Context: an optimization exercise on an open-source flow, tuned for small area and a short achievable clock period. The choices shown serve that exercise and are no tape-out recipe. Function was not checked in any run shown here: the RTL went through the layout flow alone.

[design.v]
module pxp_layer_engine (
    input  wire         clk,
    input  wire         rst,
    input  wire         cfg_we,
    input  wire [2:0]   cfg_sel,
    input  wire [39:0]  cfg_data,
    input  wire         in_valid,
    input  wire [159:0] in_pix,
    input  wire [3:0]   in_transp,
    input  wire [3:0]   in_err,
    output wire         out_valid,
    output wire [29:0]  out_pix,
    output wire         out_err
);
    localparam NL = 4;
    reg        l_en      [0:NL-1];
    reg        l_premult [0:NL-1];
    reg [1:0]  l_key     [0:NL-1];
    reg        l_invert  [0:NL-1];
    reg [1:0]  l_keylay  [0:NL-1];
    reg [9:0]  l_global  [0:NL-1];
    reg [9:0]  l_clip_lo [0:NL-1];
    reg [9:0]  l_clip_hi [0:NL-1];
    reg [29:0] bg;
    reg [2:0]  nlayers;
    integer i;
    always @(posedge clk) begin
        if (rst) begin
            for (i = 0; i < NL; i = i + 1)
                l_en[i] <= 1'b0;
            bg      <= {10'd64, 10'd512, 10'd512};
            nlayers <= 3'd0;
        end else if (cfg_we) begin
            if (cfg_sel < NL) begin
                l_en[cfg_sel[1:0]] <= cfg_data[39];
            end else if (cfg_sel == 3'd4) begin
                bg      <= cfg_data[29:0];
                nlayers <= (cfg_data[32:30] > NL) ? NL[2:0] : cfg_data[32:30];
            end
        end
    end
    always @(posedge clk) begin
        if (cfg_we && cfg_sel < NL) begin
            l_premult[cfg_sel[1:0]] <= cfg_data[38];
            l_key[cfg_sel[1:0]]     <= cfg_data[37:36];
            l_invert[cfg_sel[1:0]]  <= cfg_data[35];
            l_keylay[cfg_sel[1:0]]  <= cfg_data[33:32];
            l_global[cfg_sel[1:0]]  <= cfg_data[29:20];
            l_clip_lo[cfg_sel[1:0]] <= cfg_data[19:10];
            l_clip_hi[cfg_sel[1:0]] <= cfg_data[9:0];
        end
    end
    function [9:0] clamp10;
        input [10:0] v;
        begin
            if (v < 11'd4)         clamp10 = 10'd4;
            else if (v > 11'd1019) clamp10 = 10'd1019;
            else                   clamp10 = v[9:0];
        end
    endfunction
    function [10:0] divstep;       
        input [9:0] r;
        input       nb;
        input [9:0] d;
        reg   [11:0] t;
        begin
            t = {1'b0, r, nb} - {2'b0, d};
            if (t[11]) divstep = {1'b0, r[8:0], nb};
            else       divstep = {1'b1, t[9:0]};
        end
    endfunction
    function [10:0] radd10;
        input [9:0] x;
        input [9:0] y;
        input       cin;
        reg   [9:0] s;
        reg         c;
        integer     b;
        begin
            c = cin;
            for (b = 0; b < 10; b = b + 1) begin
                s[b] = x[b] ^ y[b] ^ c;
                c    = (x[b] & y[b]) | (x[b] & c) | (y[b] & c);
            end
            radd10 = {c, s};
        end
    endfunction
    reg         r0_v;
    reg [159:0] r0_pix;
    reg [3:0]   r0_tr;
    reg [3:0]   r0_er;
    always @(posedge clk) begin
        if (rst) r0_v <= 1'b0;
        else     r0_v <= in_valid;
        r0_pix <= in_pix;
        r0_tr  <= in_transp;
        r0_er  <= in_err;
    end
    reg [3:0]   act_c;
    reg [9:0]   ys_c  [0:NL-1];
    reg         ka_c  [0:NL-1];
    wire [9:0]  dd    [0:NL-1];    
    wire [9:0]  ddn   [0:NL-1];    
    integer ia;
    always @* begin
        for (ia = 0; ia < NL; ia = ia + 1)
            act_c[ia] = l_en[ia] && (ia < nlayers) && !r0_tr[ia];
    end
    task automatic fixkey;
        input        act;
        input [1:0]  key;
        input [9:0]  alpha;
        input        ka;
        input        le;
        input        ge;
        output       fix;
        output [9:0] kf;
        begin
            fix = 1'b1;
            if (!act)              kf = 10'd0;
            else if (key == 2'd0)  kf = 10'd1023;
            else if (key == 2'd1)  kf = alpha;
            else if (!ka || le)    kf = 10'd0;
            else if (ge)           kf = 10'd1023;
            else begin
                kf  = 10'd0;
                fix = 1'b0;
            end
        end
    endtask
    reg         r1_v, r2_v, r3_v;
    reg [119:0] r1_f, r2_f, r3_f;
    reg [3:0]   r1_act, r2_act, r3_act;
    reg [3:0]   r1_er, r2_er, r3_er;
    always @(posedge clk) begin
        if (rst) begin
            r1_v <= 1'b0; r2_v <= 1'b0; r3_v <= 1'b0;
        end else begin
            r1_v <= r0_v; r2_v <= r1_v; r3_v <= r2_v;
        end
        r1_f   <= {r0_pix[120 +: 30], r0_pix[80 +: 30], r0_pix[40 +: 30], r0_pix[0 +: 30]};
        r2_f   <= r1_f;
        r3_f   <= r2_f;
        r1_act <= act_c;  r2_act <= r1_act;  r3_act <= r2_act;
        r1_er  <= r0_er;  r2_er  <= r1_er;   r3_er  <= r2_er;
    end
    genvar g;
    generate
        for (g = 0; g < NL; g = g + 1) begin : key
            reg [9:0] dd_r;
            always @(posedge clk) dd_r <= l_clip_hi[g] - l_clip_lo[g];
            assign dd[g]  = dd_r;
            assign ddn[g] = ~dd_r;
            always @* begin
                if (l_key[g] == 2'd3) begin
                    ys_c[g] = r0_pix[40*l_keylay[g]+20 +: 10];
                    ka_c[g] = act_c[l_keylay[g]];
                end else begin
                    ys_c[g] = r0_pix[40*g+20 +: 10];
                    ka_c[g] = 1'b1;
                end
            end
            if (g < 2) begin : fast
                reg [9:0]  n, rr, kf, rr2, kk;
                reg [19:0] num;
                reg [10:0] st, st2, st3;
                reg        le, ge, fx;
                reg [3:0]  q1;
                reg [4:0]  q2;
                integer    j, j2;
                reg        s1_fix, s2_fix;
                reg [9:0]  s1_r, s2_r;
                reg [3:0]  s1_q;
                reg [8:0]  s2_q;
                reg [5:0]  s1_n;
                reg        s2_n;
                always @(posedge clk) begin
                    le  = ys_c[g] <= l_clip_lo[g];
                    ge  = ys_c[g] >= l_clip_hi[g];
                    n   = ys_c[g] - l_clip_lo[g];
                    num = {n, 10'd0} - {10'd0, n} + {11'd0, dd[g][9:1]};
                    rr  = num[19:10];
                    for (j = 9; j >= 6; j = j - 1) begin
                        st = divstep(rr, num[j], dd[g]);
                        q1[j-6] = st[10];
                        rr = st[9:0];
                    end
                    fixkey(act_c[g], l_key[g], r0_pix[40*g+30 +: 10], ka_c[g], le, ge, fx, kf);
                    s1_fix <= fx;
                    s1_r   <= fx ? kf : rr;
                    s1_q   <= q1;
                    s1_n   <= num[5:0];
                end
                always @(posedge clk) begin
                    rr2 = s1_r;
                    for (j2 = 5; j2 >= 1; j2 = j2 - 1) begin
                        st2 = divstep(rr2, s1_n[j2], dd[g]);
                        q2[j2-1] = st2[10];
                        rr2 = st2[9:0];
                    end
                    s2_fix <= s1_fix;
                    s2_r   <= s1_fix ? s1_r : rr2;
                    s2_q   <= {s1_q, q2};
                    s2_n   <= s1_n[0];
                end
                always @* begin
                    st3 = divstep(s2_r, s2_n, dd[g]);
                    kk  = s2_fix ? s2_r : {s2_q, st3[10]};
                    k3_c[g] = (l_invert[g] && r2_act[g]) ? ~kk : kk;
                end
            end else begin : slow
                reg [10:0] t, st, t2;
                reg [9:0]  n, kf;
                reg        le, ge, fx;
                wire [9:0] r_a, r_b, r_c, r_d, r_e, r_f, r_g, r_h, r_i, r_j;
                wire       q_a, q_b, q_c, q_d, q_e, q_f, q_g, q_h, q_i, q_j;
                reg [9:0]  nhi_c, nlo_c;
                always @* begin
                    t     = radd10(ys_c[g], ~l_clip_lo[g], 1'b1);
                    n     = t[9:0];
                    t     = radd10(~n, {1'b0, dd[g][9:1]}, 1'b1);
                    nlo_c = t[9:0];
                    st    = radd10(n, 10'h3FF, t[10]);
                    nhi_c = st[9:0];
                end
                pxp_rstep u9 (.r(nhi_c), .nb(nlo_c[9]), .dn(ddn[g]), .q(q_a), .rn(r_a));
                reg        s1_fix, s2_fix, s3_fix;
                reg [9:0]  s1_r, s2_r, s3_r;
                reg        s1_q;
                reg [3:0]  s2_q;
                reg [6:0]  s3_q;
                reg [8:0]  s1_n;
                reg [5:0]  s2_n;
                reg [2:0]  s3_n;
                always @(posedge clk) begin
                    t2 = radd10(ys_c[g], ~l_clip_lo[g], 1'b1);
                    le = ~t2[10] | (t2[9:0] == 10'd0);
                    t2 = radd10(ys_c[g], ~l_clip_hi[g], 1'b1);
                    ge = t2[10];
                    fixkey(act_c[g], l_key[g], r0_pix[40*g+30 +: 10], ka_c[g], le, ge, fx, kf);
                    s1_fix <= fx;
                    s1_r   <= fx ? kf : r_a;
                    s1_q   <= q_a;
                    s1_n   <= nlo_c[8:0];
                end
                pxp_rstep u8 (.r(s1_r), .nb(s1_n[8]), .dn(ddn[g]), .q(q_b), .rn(r_b));
                pxp_rstep u7 (.r(r_b),  .nb(s1_n[7]), .dn(ddn[g]), .q(q_c), .rn(r_c));
                pxp_rstep u6 (.r(r_c),  .nb(s1_n[6]), .dn(ddn[g]), .q(q_d), .rn(r_d));
                always @(posedge clk) begin
                    s2_fix <= s1_fix;
                    s2_r   <= s1_fix ? s1_r : r_d;
                    s2_q   <= {s1_q, q_b, q_c, q_d};
                    s2_n   <= s1_n[5:0];
                end
                pxp_rstep u5 (.r(s2_r), .nb(s2_n[5]), .dn(ddn[g]), .q(q_e), .rn(r_e));
                pxp_rstep u4 (.r(r_e),  .nb(s2_n[4]), .dn(ddn[g]), .q(q_f), .rn(r_f));
                pxp_rstep u3 (.r(r_f),  .nb(s2_n[3]), .dn(ddn[g]), .q(q_g), .rn(r_g));
                always @(posedge clk) begin
                    s3_fix <= s2_fix;
                    s3_r   <= s2_fix ? s2_r : r_g;
                    s3_q   <= {s2_q, q_e, q_f, q_g};
                    s3_n   <= s2_n[2:0];
                end
                pxp_rstep u2 (.r(s3_r), .nb(s3_n[2]), .dn(ddn[g]), .q(q_h), .rn(r_h));
                pxp_rstep u1 (.r(r_h),  .nb(s3_n[1]), .dn(ddn[g]), .q(q_i), .rn(r_i));
                pxp_rstep u0 (.r(r_i),  .nb(s3_n[0]), .dn(ddn[g]), .q(q_j), .rn(r_j));
                wire [9:0] kk = s3_fix ? s3_r : {s3_q, q_h, q_i, q_j};
                always @* k4_c[g] = (l_invert[g] && r3_act[g]) ? ~kk : kk;
            end
        end
    endgenerate
    reg  [9:0] k3_c [0:1];
    reg  [9:0] k4_c [2:3];
    wire [9:0] a0_c;
    pxp_alpha_unit u_a0 (.k(k3_c[0]), .g(l_global[0]), .y(a0_c));
    reg  [9:0] r3_a0, r3_k1;
    reg        r3_e;
    always @(posedge clk) begin
        r3_a0 <= a0_c;
        r3_k1 <= k3_c[1];
        r3_e  <= a0_c != 10'd0 && r2_er[0];
    end
    wire [29:0] bgc = {clamp10({1'b0, bg[29:20]}), clamp10({1'b0, bg[19:10]}),
                       clamp10({1'b0, bg[9:0]})};
    wire [29:0] b1, b2, b3, b4;
    wire [9:0]  a1_c, a2_c, a3_c;
    pxp_blend3 u_l0 (.pm(l_premult[0] & r3_act[0]), .a(r3_a0), .f(r3_f[29:0]), .b(bgc), .y(b1));
    pxp_alpha_unit u_a1 (.k(r3_k1), .g(l_global[1]), .y(a1_c));
    reg         r4_v, r4_e;
    reg [29:0]  r4_b;
    reg [89:0]  r4_f;
    reg [3:1]   r4_act;
    reg [3:2]   r4_er;
    reg [9:0]   r4_a1, r4_k2, r4_k3;
    always @(posedge clk) begin
        if (rst) r4_v <= 1'b0;
        else     r4_v <= r3_v;
        r4_b   <= b1;
        r4_f   <= r3_f[119:30];
        r4_act <= r3_act[3:1];
        r4_er  <= r3_er[3:2];
        r4_a1  <= a1_c;
        r4_e   <= r3_e | (a1_c != 10'd0 && r3_er[1]);
        r4_k2  <= k4_c[2];
        r4_k3  <= k4_c[3];
    end
    pxp_blend3 u_l1 (.pm(l_premult[1] & r4_act[1]), .a(r4_a1), .f(r4_f[29:0]), .b(r4_b), .y(b2));
    pxp_alpha_unit u_a2 (.k(r4_k2), .g(l_global[2]), .y(a2_c));
    reg         r5_v, r5_e;
    reg [29:0]  r5_b;
    reg [59:0]  r5_f;
    reg [3:2]   r5_act;
    reg         r5_er3;
    reg [9:0]   r5_a2, r5_k3;
    always @(posedge clk) begin
        if (rst) r5_v <= 1'b0;
        else     r5_v <= r4_v;
        r5_b   <= b2;
        r5_f   <= r4_f[89:30];
        r5_act <= r4_act[3:2];
        r5_er3 <= r4_er[3];
        r5_a2  <= a2_c;
        r5_e   <= r4_e | (a2_c != 10'd0 && r4_er[2]);
        r5_k3  <= r4_k3;
    end
    pxp_blend3 u_l2 (.pm(l_premult[2] & r5_act[2]), .a(r5_a2), .f(r5_f[29:0]), .b(r5_b), .y(b3));
    pxp_alpha_unit u_a3 (.k(r5_k3), .g(l_global[3]), .y(a3_c));
    reg         r6_v, r6_e, r6_act;
    reg [29:0]  r6_b, r6_f;
    reg [9:0]   r6_a3;
    always @(posedge clk) begin
        if (rst) r6_v <= 1'b0;
        else     r6_v <= r5_v;
        r6_b   <= b3;
        r6_f   <= r5_f[59:30];
        r6_act <= r5_act[3];
        r6_a3  <= a3_c;
        r6_e   <= r5_e | (a3_c != 10'd0 && r5_er3);
    end
    pxp_blend3 u_l3 (.pm(l_premult[3] & r6_act), .a(r6_a3), .f(r6_f), .b(r6_b), .y(b4));
    reg         r7_v, r7_e;
    reg [29:0]  r7_b;
    always @(posedge clk) begin
        if (rst) r7_v <= 1'b0;
        else     r7_v <= r6_v;
        r7_b <= b4;
        r7_e <= r6_e;
    end
    assign out_valid = r7_v;
    assign out_pix   = r7_b;
    assign out_err   = r7_e;
endmodule
module pxp_blend3 (
    input  wire        pm,
    input  wire [9:0]  a,
    input  wire [29:0] f,
    input  wire [29:0] b,
    output wire [29:0] y
);
    pxp_blend_unit u2 (.pm(pm), .a(a), .f(f[29:20]), .b(b[29:20]), .y(y[29:20]));
    pxp_blend_unit u1 (.pm(pm), .a(a), .f(f[19:10]), .b(b[19:10]), .y(y[19:10]));
    pxp_blend_unit u0 (.pm(pm), .a(a), .f(f[9:0]),   .b(b[9:0]),   .y(y[9:0]));
endmodule
module pxp_blend_unit (input wire pm, input wire [9:0] a, input wire [9:0] f,
                       input wire [9:0] b, output wire [9:0] y);
    wire [9:0] fm = pm ? 10'd0 : f;
    wire [9:0] fp = pm ? f : 10'd0;
    wire [9:0] m0 = a[0] ? fm : b;
    wire [9:0] m1 = a[1] ? fm : b;
    wire [9:0] m2 = a[2] ? fm : b;
    wire [9:0] m3 = a[3] ? fm : b;
    wire [9:0] m4 = a[4] ? fm : b;
    wire [9:0] m5 = a[5] ? fm : b;
    wire [9:0] m6 = a[6] ? fm : b;
    wire [9:0] m7 = a[7] ? fm : b;
    wire [9:0] m8 = a[8] ? fm : b;
    wire [9:0] m9 = a[9] ? fm : b;
    wire s1, c1;
    pxp_ha ha1 (.a(m0[8]), .b(m1[7]), .s(s1), .co(c1));
    wire s2, c2;
    pxp_fa fa2 (.a(m0[9]), .b(m1[8]), .ci(m2[7]), .s(s2), .co(c2));
    wire s3, c3;
    pxp_ha ha3 (.a(m1[9]), .b(m2[8]), .s(s3), .co(c3));
    wire s4, c4;
    pxp_ha ha4 (.a(m0[5]), .b(m1[4]), .s(s4), .co(c4));
    wire s5, c5;
    pxp_fa fa5 (.a(m0[6]), .b(m1[5]), .ci(m2[4]), .s(s5), .co(c5));
    wire s6, c6;
    pxp_ha ha6 (.a(m3[3]), .b(m4[2]), .s(s6), .co(c6));
    wire s7, c7;
    pxp_fa fa7 (.a(m0[7]), .b(m1[6]), .ci(m2[5]), .s(s7), .co(c7));
    wire s8, c8;
    pxp_fa fa8 (.a(m3[4]), .b(m4[3]), .ci(m5[2]), .s(s8), .co(c8));
    wire s9, c9;
    pxp_ha ha9 (.a(m6[1]), .b(m7[0]), .s(s9), .co(c9));
    wire s10, c10;
    pxp_fa fa10 (.a(m2[6]), .b(m3[5]), .ci(m4[4]), .s(s10), .co(c10));
    wire s11, c11;
    pxp_fa fa11 (.a(m5[3]), .b(m6[2]), .ci(m7[1]), .s(s11), .co(c11));
    wire w12 = ~(m8[0] ^ s1);
    wire w13 = m8[0] | s1;
    wire s14, c14;
    pxp_fa fa14 (.a(m3[6]), .b(m4[5]), .ci(m5[4]), .s(s14), .co(c14));
    wire s15, c15;
    pxp_fa fa15 (.a(m6[3]), .b(m7[2]), .ci(m8[1]), .s(s15), .co(c15));
    wire s16, c16;
    pxp_fa fa16 (.a(m9[0]), .b(c1), .ci(s2), .s(s16), .co(c16));
    wire s17, c17;
    pxp_fa fa17 (.a(m3[7]), .b(m4[6]), .ci(m5[5]), .s(s17), .co(c17));
    wire s18, c18;
    pxp_fa fa18 (.a(m6[4]), .b(m7[3]), .ci(m8[2]), .s(s18), .co(c18));
    wire s19, c19;
    pxp_fa fa19 (.a(m9[1]), .b(c2), .ci(s3), .s(s19), .co(c19));
    wire s20, c20;
    pxp_fa fa20 (.a(m2[9]), .b(m3[8]), .ci(m4[7]), .s(s20), .co(c20));
    wire s21, c21;
    pxp_fa fa21 (.a(m5[6]), .b(m6[5]), .ci(m7[4]), .s(s21), .co(c21));
    wire s22, c22;
    pxp_fa fa22 (.a(m8[3]), .b(m9[2]), .ci(c3), .s(s22), .co(c22));
    wire s23, c23;
    pxp_fa fa23 (.a(m3[9]), .b(m4[8]), .ci(m5[7]), .s(s23), .co(c23));
    wire s24, c24;
    pxp_fa fa24 (.a(m6[6]), .b(m7[5]), .ci(m8[4]), .s(s24), .co(c24));
    wire s25, c25;
    pxp_fa fa25 (.a(m4[9]), .b(m5[8]), .ci(m6[7]), .s(s25), .co(c25));
    wire s26, c26;
    pxp_ha ha26 (.a(m0[3]), .b(m1[2]), .s(s26), .co(c26));
    wire s27, c27;
    pxp_fa fa27 (.a(m0[4]), .b(m1[3]), .ci(m2[2]), .s(s27), .co(c27));
    wire s28, c28;
    pxp_ha ha28 (.a(m3[1]), .b(m4[0]), .s(s28), .co(c28));
    wire s29, c29;
    pxp_fa fa29 (.a(m2[3]), .b(m3[2]), .ci(m4[1]), .s(s29), .co(c29));
    wire w30 = ~(m5[0] ^ s4);
    wire w31 = m5[0] | s4;
    wire w32 = ~(m5[1] ^ m6[0]);
    wire w33 = m5[1] | m6[0];
    wire s34, c34;
    pxp_fa fa34 (.a(c4), .b(s5), .ci(s6), .s(s34), .co(c34));
    wire w35 = ~(c5 ^ c6);
    wire w36 = c5 | c6;
    wire s37, c37;
    pxp_fa fa37 (.a(s7), .b(s8), .ci(s9), .s(s37), .co(c37));
    wire s38, c38;
    pxp_fa fa38 (.a(c7), .b(c8), .ci(c9), .s(s38), .co(c38));
    wire s39, c39;
    pxp_fa fa39 (.a(s10), .b(s11), .ci(w12), .s(s39), .co(c39));
    wire s40, c40;
    pxp_fa fa40 (.a(c10), .b(c11), .ci(w13), .s(s40), .co(c40));
    wire s41, c41;
    pxp_fa fa41 (.a(s14), .b(s15), .ci(s16), .s(s41), .co(c41));
    wire s42, c42;
    pxp_fa fa42 (.a(c14), .b(c15), .ci(c16), .s(s42), .co(c42));
    wire s43, c43;
    pxp_fa fa43 (.a(s17), .b(s18), .ci(s19), .s(s43), .co(c43));
    wire s44, c44;
    pxp_fa fa44 (.a(c17), .b(c18), .ci(c19), .s(s44), .co(c44));
    wire s45, c45;
    pxp_fa fa45 (.a(s20), .b(s21), .ci(s22), .s(s45), .co(c45));
    wire s46, c46;
    pxp_fa fa46 (.a(m9[3]), .b(c20), .ci(c21), .s(s46), .co(c46));
    wire s47, c47;
    pxp_fa fa47 (.a(c22), .b(s23), .ci(s24), .s(s47), .co(c47));
    wire s48, c48;
    pxp_fa fa48 (.a(m7[6]), .b(m8[5]), .ci(m9[4]), .s(s48), .co(c48));
    wire s49, c49;
    pxp_fa fa49 (.a(c23), .b(c24), .ci(s25), .s(s49), .co(c49));
    wire s50, c50;
    pxp_fa fa50 (.a(m5[9]), .b(m6[8]), .ci(m7[7]), .s(s50), .co(c50));
    wire s51, c51;
    pxp_fa fa51 (.a(m8[6]), .b(m9[5]), .ci(c25), .s(s51), .co(c51));
    wire s52, c52;
    pxp_fa fa52 (.a(m6[9]), .b(m7[8]), .ci(m8[7]), .s(s52), .co(c52));
    wire s53, c53;
    pxp_ha ha53 (.a(m0[2]), .b(m1[1]), .s(s53), .co(c53));
    wire w54 = ~(m2[1] ^ m3[0]);
    wire w55 = m2[1] | m3[0];
    wire w56 = ~(c26 ^ s27);
    wire w57 = c26 | s27;
    wire s58, c58;
    pxp_fa fa58 (.a(c27), .b(c28), .ci(s29), .s(s58), .co(c58));
    wire s59, c59;
    pxp_fa fa59 (.a(c29), .b(w31), .ci(w32), .s(s59), .co(c59));
    wire s60, c60;
    pxp_fa fa60 (.a(w33), .b(c34), .ci(w35), .s(s60), .co(c60));
    wire s61, c61;
    pxp_fa fa61 (.a(w36), .b(c37), .ci(s38), .s(s61), .co(c61));
    wire s62, c62;
    pxp_fa fa62 (.a(c38), .b(c39), .ci(s40), .s(s62), .co(c62));
    wire s63, c63;
    pxp_fa fa63 (.a(c40), .b(c41), .ci(s42), .s(s63), .co(c63));
    wire s64, c64;
    pxp_fa fa64 (.a(c42), .b(c43), .ci(s44), .s(s64), .co(c64));
    wire s65, c65;
    pxp_fa fa65 (.a(c44), .b(c45), .ci(s46), .s(s65), .co(c65));
    wire s66, c66;
    pxp_fa fa66 (.a(c46), .b(c47), .ci(s48), .s(s66), .co(c66));
    wire s67, c67;
    pxp_fa fa67 (.a(c48), .b(c49), .ci(s50), .s(s67), .co(c67));
    wire s68, c68;
    pxp_fa fa68 (.a(m9[6]), .b(c50), .ci(c51), .s(s68), .co(c68));
    wire s69, c69;
    pxp_fa fa69 (.a(m7[9]), .b(m8[8]), .ci(m9[7]), .s(s69), .co(c69));
    wire s70, c70;
    pxp_ha ha70 (.a(m0[1]), .b(m1[0]), .s(s70), .co(c70));
    wire w71 = ~(m2[0] ^ s53);
    wire w72 = m2[0] | s53;
    wire s73, c73;
    pxp_fa fa73 (.a(s26), .b(c53), .ci(w54), .s(s73), .co(c73));
    wire s74, c74;
    pxp_fa fa74 (.a(s28), .b(w55), .ci(w56), .s(s74), .co(c74));
    wire s75, c75;
    pxp_fa fa75 (.a(w30), .b(w57), .ci(s58), .s(s75), .co(c75));
    wire s76, c76;
    pxp_fa fa76 (.a(s34), .b(c58), .ci(s59), .s(s76), .co(c76));
    wire s77, c77;
    pxp_fa fa77 (.a(s37), .b(c59), .ci(s60), .s(s77), .co(c77));
    wire s78, c78;
    pxp_fa fa78 (.a(s39), .b(c60), .ci(s61), .s(s78), .co(c78));
    wire s79, c79;
    pxp_fa fa79 (.a(s41), .b(c61), .ci(s62), .s(s79), .co(c79));
    wire s80, c80;
    pxp_fa fa80 (.a(s43), .b(c62), .ci(s63), .s(s80), .co(c80));
    wire s81, c81;
    pxp_fa fa81 (.a(s45), .b(c63), .ci(s64), .s(s81), .co(c81));
    wire s82, c82;
    pxp_fa fa82 (.a(s47), .b(c64), .ci(s65), .s(s82), .co(c82));
    wire s83, c83;
    pxp_fa fa83 (.a(s49), .b(c65), .ci(s66), .s(s83), .co(c83));
    wire s84, c84;
    pxp_fa fa84 (.a(s51), .b(c66), .ci(s67), .s(s84), .co(c84));
    wire s85, c85;
    pxp_fa fa85 (.a(s52), .b(c67), .ci(s68), .s(s85), .co(c85));
    wire s86, c86;
    pxp_fa fa86 (.a(c52), .b(c68), .ci(s69), .s(s86), .co(c86));
    wire s87, c87;
    pxp_fa fa87 (.a(m8[9]), .b(m9[8]), .ci(c69), .s(s87), .co(c87));
    wire w88 = ~m0[0];
    wire w89 = ~(s70 ^ m0[0]);
    wire w90 = s70 | m0[0];
    wire s91, c91;
    pxp_fa fa91 (.a(c70), .b(w71), .ci(w90), .s(s91), .co(c91));
    wire s92, c92;
    pxp_fa fa92 (.a(w72), .b(s73), .ci(c91), .s(s92), .co(c92));
    wire s93, c93;
    pxp_fa fa93 (.a(c73), .b(s74), .ci(c92), .s(s93), .co(c93));
    wire s94, c94;
    pxp_fa fa94 (.a(c74), .b(s75), .ci(c93), .s(s94), .co(c94));
    wire s95, c95;
    pxp_fa fa95 (.a(c75), .b(s76), .ci(c94), .s(s95), .co(c95));
    wire s96, c96;
    pxp_fa fa96 (.a(c76), .b(s77), .ci(c95), .s(s96), .co(c96));
    wire s97, c97;
    pxp_fa fa97 (.a(c77), .b(s78), .ci(c96), .s(s97), .co(c97));
    wire s98, c98;
    pxp_fa fa98 (.a(c78), .b(s79), .ci(c97), .s(s98), .co(c98));
    wire s99, c99;
    pxp_fa fa99 (.a(c79), .b(s80), .ci(c98), .s(s99), .co(c99));
    wire s100, c100;
    pxp_fa fa100 (.a(c80), .b(s81), .ci(c99), .s(s100), .co(c100));
    wire s101, c101;
    pxp_fa fa101 (.a(c81), .b(s82), .ci(c100), .s(s101), .co(c101));
    wire s102, c102;
    pxp_fa fa102 (.a(c82), .b(s83), .ci(c101), .s(s102), .co(c102));
    wire s103, c103;
    pxp_fa fa103 (.a(c83), .b(s84), .ci(c102), .s(s103), .co(c103));
    wire s104, c104;
    pxp_fa fa104 (.a(c84), .b(s85), .ci(c103), .s(s104), .co(c104));
    wire s105, c105;
    pxp_fa fa105 (.a(c85), .b(s86), .ci(c104), .s(s105), .co(c105));
    wire s106, c106;
    pxp_fa fa106 (.a(c86), .b(s87), .ci(c105), .s(s106), .co(c106));
    wire s107, c107;
    pxp_fa fa107 (.a(m9[9]), .b(c87), .ci(c106), .s(s107), .co(c107));
    wire w108 = ~(w88 ^ s99);
    wire w109 = w88 | s99;
    wire s110, c110;
    pxp_fa fa110 (.a(w89), .b(s100), .ci(w109), .s(s110), .co(c110));
    wire s111, c111;
    pxp_fa fa111 (.a(s91), .b(s101), .ci(c110), .s(s111), .co(c111));
    wire s112, c112;
    pxp_fa fa112 (.a(s92), .b(s102), .ci(c111), .s(s112), .co(c112));
    wire s113, c113;
    pxp_fa fa113 (.a(s93), .b(s103), .ci(c112), .s(s113), .co(c113));
    wire s114, c114;
    pxp_fa fa114 (.a(s94), .b(s104), .ci(c113), .s(s114), .co(c114));
    wire s115, c115;
    pxp_fa fa115 (.a(s95), .b(s105), .ci(c114), .s(s115), .co(c115));
    wire s116, c116;
    pxp_fa fa116 (.a(s96), .b(s106), .ci(c115), .s(s116), .co(c116));
    wire s117, c117;
    pxp_fa fa117 (.a(s97), .b(s107), .ci(c116), .s(s117), .co(c117));
    wire s118, c118;
    pxp_fa fa118 (.a(s98), .b(c107), .ci(c117), .s(s118), .co(c118));
    wire s119, c119;
    pxp_fa fa119 (.a(s99), .b(fp[0]), .ci(c118), .s(s119), .co(c119));
    wire s120, c120;
    pxp_fa fa120 (.a(s100), .b(fp[1]), .ci(c119), .s(s120), .co(c120));
    wire s121, c121;
    pxp_fa fa121 (.a(s101), .b(fp[2]), .ci(c120), .s(s121), .co(c121));
    wire s122, c122;
    pxp_fa fa122 (.a(s102), .b(fp[3]), .ci(c121), .s(s122), .co(c122));
    wire s123, c123;
    pxp_fa fa123 (.a(s103), .b(fp[4]), .ci(c122), .s(s123), .co(c123));
    wire s124, c124;
    pxp_fa fa124 (.a(s104), .b(fp[5]), .ci(c123), .s(s124), .co(c124));
    wire s125, c125;
    pxp_fa fa125 (.a(s105), .b(fp[6]), .ci(c124), .s(s125), .co(c125));
    wire s126, c126;
    pxp_fa fa126 (.a(s106), .b(fp[7]), .ci(c125), .s(s126), .co(c126));
    wire s127, c127;
    pxp_fa fa127 (.a(s107), .b(fp[8]), .ci(c126), .s(s127), .co(c127));
    wire s128, c128;
    pxp_fa fa128 (.a(c107), .b(fp[9]), .ci(c127), .s(s128), .co(c128));
    wire [10:0] s = {c128, s128, s127, s126, s125, s124, s123, s122, s121, s120, s119};
    assign y = (s < 11'd4) ? 10'd4 : (s > 11'd1019) ? 10'd1019 : s[9:0];
endmodule
module pxp_alpha_unit (input wire [9:0] k, input wire [9:0] g, output wire [9:0] y);
    wire [9:0] m0 = k[0] ? g : 10'd0;
    wire [9:0] m1 = k[1] ? g : 10'd0;
    wire [9:0] m2 = k[2] ? g : 10'd0;
    wire [9:0] m3 = k[3] ? g : 10'd0;
    wire [9:0] m4 = k[4] ? g : 10'd0;
    wire [9:0] m5 = k[5] ? g : 10'd0;
    wire [9:0] m6 = k[6] ? g : 10'd0;
    wire [9:0] m7 = k[7] ? g : 10'd0;
    wire [9:0] m8 = k[8] ? g : 10'd0;
    wire [9:0] m9 = k[9] ? g : 10'd0;
    wire s1, c1;
    pxp_ha ha1 (.a(m0[8]), .b(m1[7]), .s(s1), .co(c1));
    wire s2, c2;
    pxp_fa fa2 (.a(m0[9]), .b(m1[8]), .ci(m2[7]), .s(s2), .co(c2));
    wire s3, c3;
    pxp_ha ha3 (.a(m1[9]), .b(m2[8]), .s(s3), .co(c3));
    wire s4, c4;
    pxp_ha ha4 (.a(m0[5]), .b(m1[4]), .s(s4), .co(c4));
    wire s5, c5;
    pxp_fa fa5 (.a(m0[6]), .b(m1[5]), .ci(m2[4]), .s(s5), .co(c5));
    wire s6, c6;
    pxp_ha ha6 (.a(m3[3]), .b(m4[2]), .s(s6), .co(c6));
    wire s7, c7;
    pxp_fa fa7 (.a(m0[7]), .b(m1[6]), .ci(m2[5]), .s(s7), .co(c7));
    wire s8, c8;
    pxp_fa fa8 (.a(m3[4]), .b(m4[3]), .ci(m5[2]), .s(s8), .co(c8));
    wire s9, c9;
    pxp_ha ha9 (.a(m6[1]), .b(m7[0]), .s(s9), .co(c9));
    wire s10, c10;
    pxp_fa fa10 (.a(m2[6]), .b(m3[5]), .ci(m4[4]), .s(s10), .co(c10));
    wire s11, c11;
    pxp_fa fa11 (.a(m5[3]), .b(m6[2]), .ci(m7[1]), .s(s11), .co(c11));
    wire w12 = ~(m8[0] ^ s1);
    wire w13 = m8[0] | s1;
    wire s14, c14;
    pxp_fa fa14 (.a(m3[6]), .b(m4[5]), .ci(m5[4]), .s(s14), .co(c14));
    wire s15, c15;
    pxp_fa fa15 (.a(m6[3]), .b(m7[2]), .ci(m8[1]), .s(s15), .co(c15));
    wire s16, c16;
    pxp_fa fa16 (.a(m9[0]), .b(c1), .ci(s2), .s(s16), .co(c16));
    wire s17, c17;
    pxp_fa fa17 (.a(m3[7]), .b(m4[6]), .ci(m5[5]), .s(s17), .co(c17));
    wire s18, c18;
    pxp_fa fa18 (.a(m6[4]), .b(m7[3]), .ci(m8[2]), .s(s18), .co(c18));
    wire s19, c19;
    pxp_fa fa19 (.a(m9[1]), .b(c2), .ci(s3), .s(s19), .co(c19));
    wire s20, c20;
    pxp_fa fa20 (.a(m2[9]), .b(m3[8]), .ci(m4[7]), .s(s20), .co(c20));
    wire s21, c21;
    pxp_fa fa21 (.a(m5[6]), .b(m6[5]), .ci(m7[4]), .s(s21), .co(c21));
    wire s22, c22;
    pxp_fa fa22 (.a(m8[3]), .b(m9[2]), .ci(c3), .s(s22), .co(c22));
    wire s23, c23;
    pxp_fa fa23 (.a(m3[9]), .b(m4[8]), .ci(m5[7]), .s(s23), .co(c23));
    wire s24, c24;
    pxp_fa fa24 (.a(m6[6]), .b(m7[5]), .ci(m8[4]), .s(s24), .co(c24));
    wire s25, c25;
    pxp_fa fa25 (.a(m4[9]), .b(m5[8]), .ci(m6[7]), .s(s25), .co(c25));
    wire s26, c26;
    pxp_ha ha26 (.a(m0[3]), .b(m1[2]), .s(s26), .co(c26));
    wire s27, c27;
    pxp_fa fa27 (.a(m0[4]), .b(m1[3]), .ci(m2[2]), .s(s27), .co(c27));
    wire s28, c28;
    pxp_ha ha28 (.a(m3[1]), .b(m4[0]), .s(s28), .co(c28));
    wire s29, c29;
    pxp_fa fa29 (.a(m2[3]), .b(m3[2]), .ci(m4[1]), .s(s29), .co(c29));
    wire w30 = ~(m5[0] ^ s4);
    wire w31 = m5[0] | s4;
    wire w32 = ~(m5[1] ^ m6[0]);
    wire w33 = m5[1] | m6[0];
    wire s34, c34;
    pxp_fa fa34 (.a(c4), .b(s5), .ci(s6), .s(s34), .co(c34));
    wire w35 = ~(c5 ^ c6);
    wire w36 = c5 | c6;
    wire s37, c37;
    pxp_fa fa37 (.a(s7), .b(s8), .ci(s9), .s(s37), .co(c37));
    wire s38, c38;
    pxp_fa fa38 (.a(c7), .b(c8), .ci(c9), .s(s38), .co(c38));
    wire s39, c39;
    pxp_fa fa39 (.a(s10), .b(s11), .ci(w12), .s(s39), .co(c39));
    wire s40, c40;
    pxp_fa fa40 (.a(c10), .b(c11), .ci(w13), .s(s40), .co(c40));
    wire s41, c41;
    pxp_fa fa41 (.a(s14), .b(s15), .ci(s16), .s(s41), .co(c41));
    wire s42, c42;
    pxp_fa fa42 (.a(c14), .b(c15), .ci(c16), .s(s42), .co(c42));
    wire s43, c43;
    pxp_fa fa43 (.a(s17), .b(s18), .ci(s19), .s(s43), .co(c43));
    wire s44, c44;
    pxp_fa fa44 (.a(c17), .b(c18), .ci(c19), .s(s44), .co(c44));
    wire s45, c45;
    pxp_fa fa45 (.a(s20), .b(s21), .ci(s22), .s(s45), .co(c45));
    wire s46, c46;
    pxp_fa fa46 (.a(m9[3]), .b(c20), .ci(c21), .s(s46), .co(c46));
    wire s47, c47;
    pxp_fa fa47 (.a(c22), .b(s23), .ci(s24), .s(s47), .co(c47));
    wire s48, c48;
    pxp_fa fa48 (.a(m7[6]), .b(m8[5]), .ci(m9[4]), .s(s48), .co(c48));
    wire s49, c49;
    pxp_fa fa49 (.a(c23), .b(c24), .ci(s25), .s(s49), .co(c49));
    wire s50, c50;
    pxp_fa fa50 (.a(m5[9]), .b(m6[8]), .ci(m7[7]), .s(s50), .co(c50));
    wire s51, c51;
    pxp_fa fa51 (.a(m8[6]), .b(m9[5]), .ci(c25), .s(s51), .co(c51));
    wire s52, c52;
    pxp_fa fa52 (.a(m6[9]), .b(m7[8]), .ci(m8[7]), .s(s52), .co(c52));
    wire s53, c53;
    pxp_ha ha53 (.a(m0[2]), .b(m1[1]), .s(s53), .co(c53));
    wire w54 = ~(m2[1] ^ m3[0]);
    wire w55 = m2[1] | m3[0];
    wire w56 = ~(c26 ^ s27);
    wire w57 = c26 | s27;
    wire s58, c58;
    pxp_fa fa58 (.a(c27), .b(c28), .ci(s29), .s(s58), .co(c58));
    wire s59, c59;
    pxp_fa fa59 (.a(c29), .b(w31), .ci(w32), .s(s59), .co(c59));
    wire s60, c60;
    pxp_fa fa60 (.a(w33), .b(c34), .ci(w35), .s(s60), .co(c60));
    wire s61, c61;
    pxp_fa fa61 (.a(w36), .b(c37), .ci(s38), .s(s61), .co(c61));
    wire s62, c62;
    pxp_fa fa62 (.a(c38), .b(c39), .ci(s40), .s(s62), .co(c62));
    wire s63, c63;
    pxp_fa fa63 (.a(c40), .b(c41), .ci(s42), .s(s63), .co(c63));
    wire s64, c64;
    pxp_fa fa64 (.a(c42), .b(c43), .ci(s44), .s(s64), .co(c64));
    wire s65, c65;
    pxp_fa fa65 (.a(c44), .b(c45), .ci(s46), .s(s65), .co(c65));
    wire s66, c66;
    pxp_fa fa66 (.a(c46), .b(c47), .ci(s48), .s(s66), .co(c66));
    wire s67, c67;
    pxp_fa fa67 (.a(c48), .b(c49), .ci(s50), .s(s67), .co(c67));
    wire s68, c68;
    pxp_fa fa68 (.a(m9[6]), .b(c50), .ci(c51), .s(s68), .co(c68));
    wire s69, c69;
    pxp_fa fa69 (.a(m7[9]), .b(m8[8]), .ci(m9[7]), .s(s69), .co(c69));
    wire s70, c70;
    pxp_ha ha70 (.a(m0[1]), .b(m1[0]), .s(s70), .co(c70));
    wire w71 = ~(m2[0] ^ s53);
    wire w72 = m2[0] | s53;
    wire s73, c73;
    pxp_fa fa73 (.a(s26), .b(c53), .ci(w54), .s(s73), .co(c73));
    wire s74, c74;
    pxp_fa fa74 (.a(s28), .b(w55), .ci(w56), .s(s74), .co(c74));
    wire s75, c75;
    pxp_fa fa75 (.a(w30), .b(w57), .ci(s58), .s(s75), .co(c75));
    wire s76, c76;
    pxp_fa fa76 (.a(s34), .b(c58), .ci(s59), .s(s76), .co(c76));
    wire s77, c77;
    pxp_fa fa77 (.a(s37), .b(c59), .ci(s60), .s(s77), .co(c77));
    wire s78, c78;
    pxp_fa fa78 (.a(s39), .b(c60), .ci(s61), .s(s78), .co(c78));
    wire s79, c79;
    pxp_fa fa79 (.a(s41), .b(c61), .ci(s62), .s(s79), .co(c79));
    wire s80, c80;
    pxp_fa fa80 (.a(s43), .b(c62), .ci(s63), .s(s80), .co(c80));
    wire s81, c81;
    pxp_fa fa81 (.a(s45), .b(c63), .ci(s64), .s(s81), .co(c81));
    wire s82, c82;
    pxp_fa fa82 (.a(s47), .b(c64), .ci(s65), .s(s82), .co(c82));
    wire s83, c83;
    pxp_fa fa83 (.a(s49), .b(c65), .ci(s66), .s(s83), .co(c83));
    wire s84, c84;
    pxp_fa fa84 (.a(s51), .b(c66), .ci(s67), .s(s84), .co(c84));
    wire s85, c85;
    pxp_fa fa85 (.a(s52), .b(c67), .ci(s68), .s(s85), .co(c85));
    wire s86, c86;
    pxp_fa fa86 (.a(c52), .b(c68), .ci(s69), .s(s86), .co(c86));
    wire s87, c87;
    pxp_fa fa87 (.a(m8[9]), .b(m9[8]), .ci(c69), .s(s87), .co(c87));
    wire w88 = ~m0[0];
    wire w89 = ~(s70 ^ m0[0]);
    wire w90 = s70 | m0[0];
    wire s91, c91;
    pxp_fa fa91 (.a(c70), .b(w71), .ci(w90), .s(s91), .co(c91));
    wire s92, c92;
    pxp_fa fa92 (.a(w72), .b(s73), .ci(c91), .s(s92), .co(c92));
    wire s93, c93;
    pxp_fa fa93 (.a(c73), .b(s74), .ci(c92), .s(s93), .co(c93));
    wire s94, c94;
    pxp_fa fa94 (.a(c74), .b(s75), .ci(c93), .s(s94), .co(c94));
    wire s95, c95;
    pxp_fa fa95 (.a(c75), .b(s76), .ci(c94), .s(s95), .co(c95));
    wire s96, c96;
    pxp_fa fa96 (.a(c76), .b(s77), .ci(c95), .s(s96), .co(c96));
    wire s97, c97;
    pxp_fa fa97 (.a(c77), .b(s78), .ci(c96), .s(s97), .co(c97));
    wire s98, c98;
    pxp_fa fa98 (.a(c78), .b(s79), .ci(c97), .s(s98), .co(c98));
    wire s99, c99;
    pxp_fa fa99 (.a(c79), .b(s80), .ci(c98), .s(s99), .co(c99));
    wire s100, c100;
    pxp_fa fa100 (.a(c80), .b(s81), .ci(c99), .s(s100), .co(c100));
    wire s101, c101;
    pxp_fa fa101 (.a(c81), .b(s82), .ci(c100), .s(s101), .co(c101));
    wire s102, c102;
    pxp_fa fa102 (.a(c82), .b(s83), .ci(c101), .s(s102), .co(c102));
    wire s103, c103;
    pxp_fa fa103 (.a(c83), .b(s84), .ci(c102), .s(s103), .co(c103));
    wire s104, c104;
    pxp_fa fa104 (.a(c84), .b(s85), .ci(c103), .s(s104), .co(c104));
    wire s105, c105;
    pxp_fa fa105 (.a(c85), .b(s86), .ci(c104), .s(s105), .co(c105));
    wire s106, c106;
    pxp_fa fa106 (.a(c86), .b(s87), .ci(c105), .s(s106), .co(c106));
    wire s107, c107;
    pxp_fa fa107 (.a(m9[9]), .b(c87), .ci(c106), .s(s107), .co(c107));
    wire w108 = ~(w88 ^ s99);
    wire w109 = w88 | s99;
    wire s110, c110;
    pxp_fa fa110 (.a(w89), .b(s100), .ci(w109), .s(s110), .co(c110));
    wire s111, c111;
    pxp_fa fa111 (.a(s91), .b(s101), .ci(c110), .s(s111), .co(c111));
    wire s112, c112;
    pxp_fa fa112 (.a(s92), .b(s102), .ci(c111), .s(s112), .co(c112));
    wire s113, c113;
    pxp_fa fa113 (.a(s93), .b(s103), .ci(c112), .s(s113), .co(c113));
    wire s114, c114;
    pxp_fa fa114 (.a(s94), .b(s104), .ci(c113), .s(s114), .co(c114));
    wire s115, c115;
    pxp_fa fa115 (.a(s95), .b(s105), .ci(c114), .s(s115), .co(c115));
    wire s116, c116;
    pxp_fa fa116 (.a(s96), .b(s106), .ci(c115), .s(s116), .co(c116));
    wire s117, c117;
    pxp_fa fa117 (.a(s97), .b(s107), .ci(c116), .s(s117), .co(c117));
    wire s118, c118;
    pxp_fa fa118 (.a(s98), .b(c107), .ci(c117), .s(s118), .co(c118));
    wire s119, c119;
    pxp_ha ha119 (.a(s99), .b(c118), .s(s119), .co(c119));
    wire s120, c120;
    pxp_ha ha120 (.a(s100), .b(c119), .s(s120), .co(c120));
    wire s121, c121;
    pxp_ha ha121 (.a(s101), .b(c120), .s(s121), .co(c121));
    wire s122, c122;
    pxp_ha ha122 (.a(s102), .b(c121), .s(s122), .co(c122));
    wire s123, c123;
    pxp_ha ha123 (.a(s103), .b(c122), .s(s123), .co(c123));
    wire s124, c124;
    pxp_ha ha124 (.a(s104), .b(c123), .s(s124), .co(c124));
    wire s125, c125;
    pxp_ha ha125 (.a(s105), .b(c124), .s(s125), .co(c125));
    wire s126, c126;
    pxp_ha ha126 (.a(s106), .b(c125), .s(s126), .co(c126));
    wire s127, c127;
    pxp_ha ha127 (.a(s107), .b(c126), .s(s127), .co(c127));
    wire s128, c128;
    pxp_ha ha128 (.a(c107), .b(c127), .s(s128), .co(c128));
    assign y = {s128, s127, s126, s125, s124, s123, s122, s121, s120, s119};
endmodule
module pxp_rstep (input wire [9:0] r, input wire nb, input wire [9:0] dn,
                  output wire q, output wire [9:0] rn);
    wire w1 = ~(nb ^ dn[0]);
    wire w2 = nb | dn[0];
    wire s3, c3;
    pxp_fa fa3 (.a(r[0]), .b(dn[1]), .ci(w2), .s(s3), .co(c3));
    wire s4, c4;
    pxp_fa fa4 (.a(r[1]), .b(dn[2]), .ci(c3), .s(s4), .co(c4));
    wire s5, c5;
    pxp_fa fa5 (.a(r[2]), .b(dn[3]), .ci(c4), .s(s5), .co(c5));
    wire s6, c6;
    pxp_fa fa6 (.a(r[3]), .b(dn[4]), .ci(c5), .s(s6), .co(c6));
    wire s7, c7;
    pxp_fa fa7 (.a(r[4]), .b(dn[5]), .ci(c6), .s(s7), .co(c7));
    wire s8, c8;
    pxp_fa fa8 (.a(r[5]), .b(dn[6]), .ci(c7), .s(s8), .co(c8));
    wire s9, c9;
    pxp_fa fa9 (.a(r[6]), .b(dn[7]), .ci(c8), .s(s9), .co(c9));
    wire s10, c10;
    pxp_fa fa10 (.a(r[7]), .b(dn[8]), .ci(c9), .s(s10), .co(c10));
    wire s11, c11;
    pxp_fa fa11 (.a(r[8]), .b(dn[9]), .ci(c10), .s(s11), .co(c11));
    wire w12 = ~(r[9] ^ c11);
    wire w13 = r[9] | c11;
    assign q  = w13;
    assign rn = q ? {s11, s10, s9, s8, s7, s6, s5, s4, s3, w1} : {r[8:0], nb};
endmodule
module pxp_fa (input wire a, input wire b, input wire ci, output wire s, output wire co);
    assign s  = a ^ b ^ ci;
    assign co = (a & b) | (a & ci) | (b & ci);
endmodule
module pxp_ha (input wire a, input wire b, output wire s, output wire co);
    assign s  = a ^ b;
    assign co = a & b;
endmodule
[run.sh]
#!/bin/bash
# synth_recipe.tcl (not shown) runs the flow's synth.tcl, then flattens the netlist and writes it again
# the make line also repeats each setting of config.mk as NAME=value (left out here)
make -C /OpenROAD-flow-scripts/flow DESIGN_CONFIG=/design/flow/config.mk WORK_HOME=/design/flow/orfs CLKGATE_MAP_FILE= SYNTH_SCRIPT=/design/flow/synth_recipe.tcl finish
[config.mk]
export PLATFORM = sky130hd
export DESIGN_NAME = pxp_layer_engine
export DESIGN_NICKNAME = pxp_layer_engine
export VERILOG_FILES = /design/flow/design.v
export SDC_FILE = /design/flow/constraint.sdc
export NUM_CORES = 4
export LEC_CHECK = 0
export ABC_AREA = 1
export CAP_MARGIN = 20
export CORE_MARGIN = 2
export CORE_UTILIZATION = 40
export SLEW_MARGIN = 20
export SYNTH_HIERARCHICAL = 1
[constraint.sdc]
create_clock -name core_clock -period 90.0 [get_ports {clk}]
set_input_delay 18.0000 -clock core_clock [delete_from_list [all_inputs] [get_ports {clk}]]
set_output_delay 18.0000 -clock core_clock [all_outputs]
set_load 0.01 [all_outputs]
==> flow_metrics.env, run 1 <==
export IMPL_cpPeakStageDelay_ps=540
export IMPL_post_cts_resize_count=0
export IMPL_clk_pin_slew_ps=70
export IMPL_finalMaxSlewViolations=0
export IMPL_worst_setup_path_start_kind="flip-flop"
export IMPL_holdBufCountCts=0
export IMPL_postCtsSetupRepairBufs=0
export IMPL_die_height_um=536
export IMPL_routedWlPerCell_um=18.1
export IMPL_cp_arrival_ps=1720
export IMPL_rsz0062_at_grt="false"
export IMPL_overflow=0
export IMPL_dp_hpwl_um=231000
export IMPL_via_count=80694
export IMPL_syn_to_final_growth_pct=8.95
export IMPL_core_area_sq_um=282000
export IMPL_critPathRequiredTime_ps=72000
export IMPL_dp_slack_ps=69640
export IMPL_fin_tns_setup_ps=0
export IMPL_cts_buffers=163
export IMPL_hold_slack_ps=288
export IMPL_grt_busiest_layer="met2"
export IMPL_fin_skew_ps=104
export IMPL_htreeDepth=4
export IMPL_ys_warnings_count=15
export IMPL_hp_class="flip-flop to flip-flop"
export IMPL_clkLatencyLatePin_ps=880
export IMPL_max_slew_margin=0.314
export IMPL_maxCapViolations=0
export IMPL_cp_end_kind="primary output"
export IMPL_syn_nets=15301
export IMPL_clkSinkCount=1384
export IMPL_io_pins=247
export IMPL_syn_area_sq_um=113000
export IMPL_final_cells=16434
export IMPL_firstDrtPassIters=6
export IMPL_die_area_sq_um=288000
export IMPL_path_class="flip-flop to primary output"
export IMPL_io_buffers=245
export IMPL_outcome="no timing/DRC/antenna violations"
export IMPL_drtIter0Drc=6852
export IMPL_tritoncts="yes"
export IMPL_multi_input_area_sq_um=73800
export IMPL_start_util=0.402
export IMPL_period_needed_ps=19720
export IMPL_drc=0
export IMPL_fill_cells=27516
export IMPL_grt_met2_usage=0.339
export IMPL_regArea_sq_um=29200
export IMPL_critical_path_top_delay_family="buffers and inverters"
export IMPL_drive_above_1_share=0.0449
export IMPL_antenna_violating_nets_post_route=0
export IMPL_grt_total_usage=0.208
export IMPL_grt_max_degree=48
export IMPL_fin_ws_ps=70280
export IMPL_clockBufferDepth=4
export IMPL_grt_pass1_vias=81505
export IMPL_critPathMaxFanout=1
export IMPL_placementRows=195
export IMPL_crit_buf_inv=1
export IMPL_postSynthAreaPerCell_sq_um=8.97
export IMPL_gp_congestion=0.906
export IMPL_layout_nets=15209
export IMPL_drt_total_wl_um=298000
export IMPL_netlist_instances=12641
export IMPL_period_share=0.219
export IMPL_dp_cells=16126
export IMPL_crit_slowest_cell="clkdlybuf4s50_1"
export IMPL_antenna_found_initial=17
export IMPL_finalSetupViolCount=0
export IMPL_met3_usage=0.0332
export IMPL_finalHoldViolCount=0
export IMPL_worstMarginPinSlew_ps=1030
export IMPL_clock_fmax_mhz=50.7
export IMPL_grtUsageMet1=0.285
export IMPL_final_util=0.438
export IMPL_final_area_sq_um=124000
export IMPL_grt_pass1_wl_um=468000
export IMPL_die_w_um=536
export IMPL_worstPathCellList="clkdlybuf4s50_1"
export IMPL_root_buffer="clkbuf_16"
export IMPL_placedInstanceArea_sq_um=118000
export IMPL_via_per_inst=4.91
layout by cell type, fill, tap and decap left out, types with 36 or more instances in the layout:
master,n
nand2_1,3226
xor2_1,178
a21oi_1,295
o21bai_1,46
clkbuf_16,169
xnor2_1,64
mux2_2,41
o21ai_0,1606
nand2_2,38
nand3_1,272
ha_1,645
fa_1,1800
dfxtp_1,1236
nor2_1,253
or2_1,36
edfxtp_1,148
inv_1,1836
clkdlybuf4s50_1,245
buf_4,73
sequential cells by signal (all words and copies together) (netlist names), 30 cells and up:
name and flops:
r5_b 30, r4_f 90, r4_b 30, r0_pix 160, r1_f 120, l_clip_lo 40
r6_b 30, bg 30, l_global 40, r2_f 120, l_clip_hi 40, r7_b 30
r3_f 120, r6_f 30, r5_f 60, key.dd_r 40
area by class of cell:
cell class,instances,area share
timing repair buffer,319,0.0245
inverter,1869,0.0570
multi-input combinational,8812,0.598
clock buffer,205,0.0369
sequential,1384,0.236
tap,3743,0.0379
clock inverter,92,0.00947
antenna,10,0.000203
path summary, 6_finish.rpt:
check	start	endpoint	slack, ps	cells past startpoint
worst max-delay path	r7_e$_DFF_P_	out_err	70280	1
worst min register to register	r4_f[52]$_DFF_P_	r5_f[22]$_DFF_P_	290	0
worst max register to register	bg[24]$_SDFFE_PP0P_	r4_b[23]$_DFF_P_	74600	43
worst min-delay path	r4_f[52]$_DFF_P_	r5_f[22]$_DFF_P_	290	0
per-layer routing:
layer,part of all wire,vias up
li1,-,38839
met1,0.44,38863
met2,0.46,2603
met3,0.070,381
met4,0.028,8
met5,0.00016,-
==> inputs of run 2 (changes only) <==
==> flow/run.sh (new file) <==
#!/bin/bash
# The standard layout (the standard.sh, unchanged synthesis and steps),
# with one change: the port buffers that global placement inserts are
# sky130_fd_sc_hd__buf_2 instead of the default pick (a slow delay buffer),
# so paths from the inputs and to the outputs are shorter.
set -euo pipefail
bash standard.sh "BUFFER_PORTS_ARGS=-buffer_cell sky130_fd_sc_hd__buf_2" finish 2>&1 | tee standard.log
==> standard.sh (new file) <==
#!/bin/bash
# synth_recipe.tcl (not shown) runs the flow's synth.tcl, then flattens the netlist and writes it again
# the make line also repeats each setting of config.mk as NAME=value (left out here)
make -C /OpenROAD-flow-scripts/flow DESIGN_CONFIG=/design/flow/config.mk WORK_HOME=/design/flow/orfs CLKGATE_MAP_FILE= SYNTH_SCRIPT=/design/flow/synth_recipe.tcl "${@:-finish}"
removed: run.sh
==> run 2 against run 1 <==
  * Still clean
  * Fmax increased by 2.0%
  * Synthesized cell count unchanged
  * Global-route usage is essentially flat
  * Clock skew fell by 7.9 ps
  * Critical endpoint is now out_pix[24]
  * Largest cell class unchanged
==> flow_metrics.env, run 2 <==
export IMPL_outcome="no timing/DRC/antenna violations"
export IMPL_critPathRequiredTime_ps=72000
export IMPL_critPathMaxFanout=1
export IMPL_start_util=0.402
export IMPL_ys_warnings_count=15
export IMPL_finalMaxSlewViolations=0
export IMPL_netlist_instances=12641
export IMPL_antenna_violating_nets_post_route=0
export IMPL_clkSinkCount=1384
export IMPL_clkLatencyLatePin_ps=880
export IMPL_gp_congestion=0.910
export IMPL_top_layer="met5"
export IMPL_layout_commonest_cell="nand2_1"
export IMPL_cp_end_kind="primary output"
export IMPL_rsz0062_at_grt="false"
export IMPL_grt_max_degree=46
export IMPL_die_area_sq_um=288000
export IMPL_antenna_found_initial=17
export IMPL_drtIter0Drc=6278
export IMPL_final_cells=16428
export IMPL_period_needed_ps=19330
export IMPL_tritoncts="yes"
export IMPL_drive_above_1_share=0.0636
export IMPL_post_cts_resize_count=0
export IMPL_worstMarginPinSlew_ps=1130
export IMPL_worstPathCellList="buf_2"
export IMPL_max_slew_margin=0.242
export IMPL_postCtsSetupRepairBufs=0
export IMPL_finalHoldViolCount=0
export IMPL_via_count=80608
export IMPL_finalSetupViolCount=0
export IMPL_critical_path_top_delay_family="flip-flops"
export IMPL_period_share=0.215
export IMPL_fin_skew_ps=96.2
export IMPL_crit_buf_inv=1
export IMPL_route_met2_wl_um=137000
export IMPL_cts_buffers=161
export IMPL_syn_nets=15301
export IMPL_drt_total_wl_um=298000
export IMPL_clk_pin_slew_ps=80
export IMPL_syn_to_final_growth_pct=7.61
export IMPL_wl_met1_um=130000
export IMPL_routedWlPerCell_um=18.1
export IMPL_largest_reg_flops=160
export IMPL_io_buffers=245
export IMPL_fin_tns_setup_ps=0
export IMPL_placementRows=195
export IMPL_layout_common_cells="nand2_1, inv_1, fa_1"
export IMPL_regMostFlops="r0_pix"
export IMPL_clockBufferDepth=4
export IMPL_firstDrtPassIters=6
export IMPL_postSynthAreaPerCell_sq_um=8.97
export IMPL_maxCapViolations=0
export IMPL_fin_ws_ps=70670
export IMPL_grt_pass1_wl_um=470000
export IMPL_layout_nets=15206
export IMPL_path_class="flip-flop to primary output"
export IMPL_htreeDepth=4
export IMPL_cpPeakStageDelay_ps=320
export IMPL_cp_arrival_ps=1330
export IMPL_die_height_um=536
export IMPL_die_w_um=536
export IMPL_io_pins=247
export IMPL_core_area_sq_um=282000
export IMPL_clock_fmax_mhz=51.7
export IMPL_grt_pass1_vias=81294
export IMPL_dp_slack_ps=69970
export IMPL_drc=0
export IMPL_dp_cells=16126
export IMPL_via_per_inst=4.91
export IMPL_dp_hpwl_um=232000
export IMPL_routed_wl_met3_um=19900
export IMPL_hp_class="flip-flop to flip-flop"
export IMPL_crit_slowest_cell="dfxtp_1"
export IMPL_hold_slack_ps=248
export IMPL_root_buffer="clkbuf_16"
export IMPL_overflow=0
export IMPL_holdBufCountCts=0
export IMPL_grt_total_usage=0.208
export IMPL_worst_setup_path_start_kind="flip-flop"
export IMPL_syn_area_sq_um=113000
run 2: routing by layer:
metal / GRT usage / vias to the layer above
li1: - / 38859
met1: 0.283 / 38750
met2: 0.339 / 2532
met3: 0.0324 / 457
met4: 0.0693 / 10
met5: 0 / -
run 2: final cells by class:
type	count	area [sq um]
antenna	7	17.5
clock buffer	204	4510
clock inverter	91	965
fill	27589	160000
inverter	1869	7050
multi-input combinational	8812	73800
sequential	1384	29200
tap	3743	4680
timing repair buffer	318	1770
run 2: worst paths after layout:
path	startpoint	end	slack [ps]	depth (start not counted)
worst min register to register	r0_pix[134]$_DFF_P_	r1_f[104]$_DFF_P_	250	0
worst max-delay path	r7_b[24]$_DFF_P_	out_pix[24]	70670	1
worst max register to register	bg[8]$_SDFFE_PP0P_	r4_b[4]$_DFF_P_	74620	40
worst min-delay path	r0_pix[134]$_DFF_P_	r1_f[104]$_DFF_P_	250	0
run 2: worst reg2reg max path: cells and delay by family, from the launching register on:
kind	cells	cell delay, ps
compound gates	3	1240
fa+ha+maj	30	12100
buf+inv	2	200
flops	1	840
simple gates	5	810
run 2: per-stage QoR:
step | instance area, sq um | util
floorplan | 113000 | -
global placement | 117000 | 0.413
detailed placement | 117000 | 0.413
CTS | 122000 | 0.432
global route | 122000 | 0.432
finish | 122000 | 0.433

-- afterwards: timing with drivers on the ports --
In the flow no input, the clock included, has a driving cell. The finished layouts below were timed again as built, in two steps.
Step 1, drivers: a clkbuf_16 drives clk and a buf_2 each remaining input, both assumed.
Step 2, shift: input delay + t, output delay - t, t = (earliest + latest rising clock arrival at the registers) / 2. This alone moves slack from input paths to output paths.
a / b / c = ideal ports / drivers / drivers and shift; a / b = the first two.
run | t, ns | setup slack, ns | hold slack, ns
run 1 | 0.936 | 70.279 / 70.173 / 69.633 | 0.288 / 0.288 / 0.288
run 2 | 0.937 | 70.674 / 70.568 / 69.940 | 0.248 / 0.248 / 0.248
After both steps every run listed still meets setup and hold. The setup slack of run 2, which loses most, moves by -0.106 ns with the drivers and by -0.734 ns with both steps.
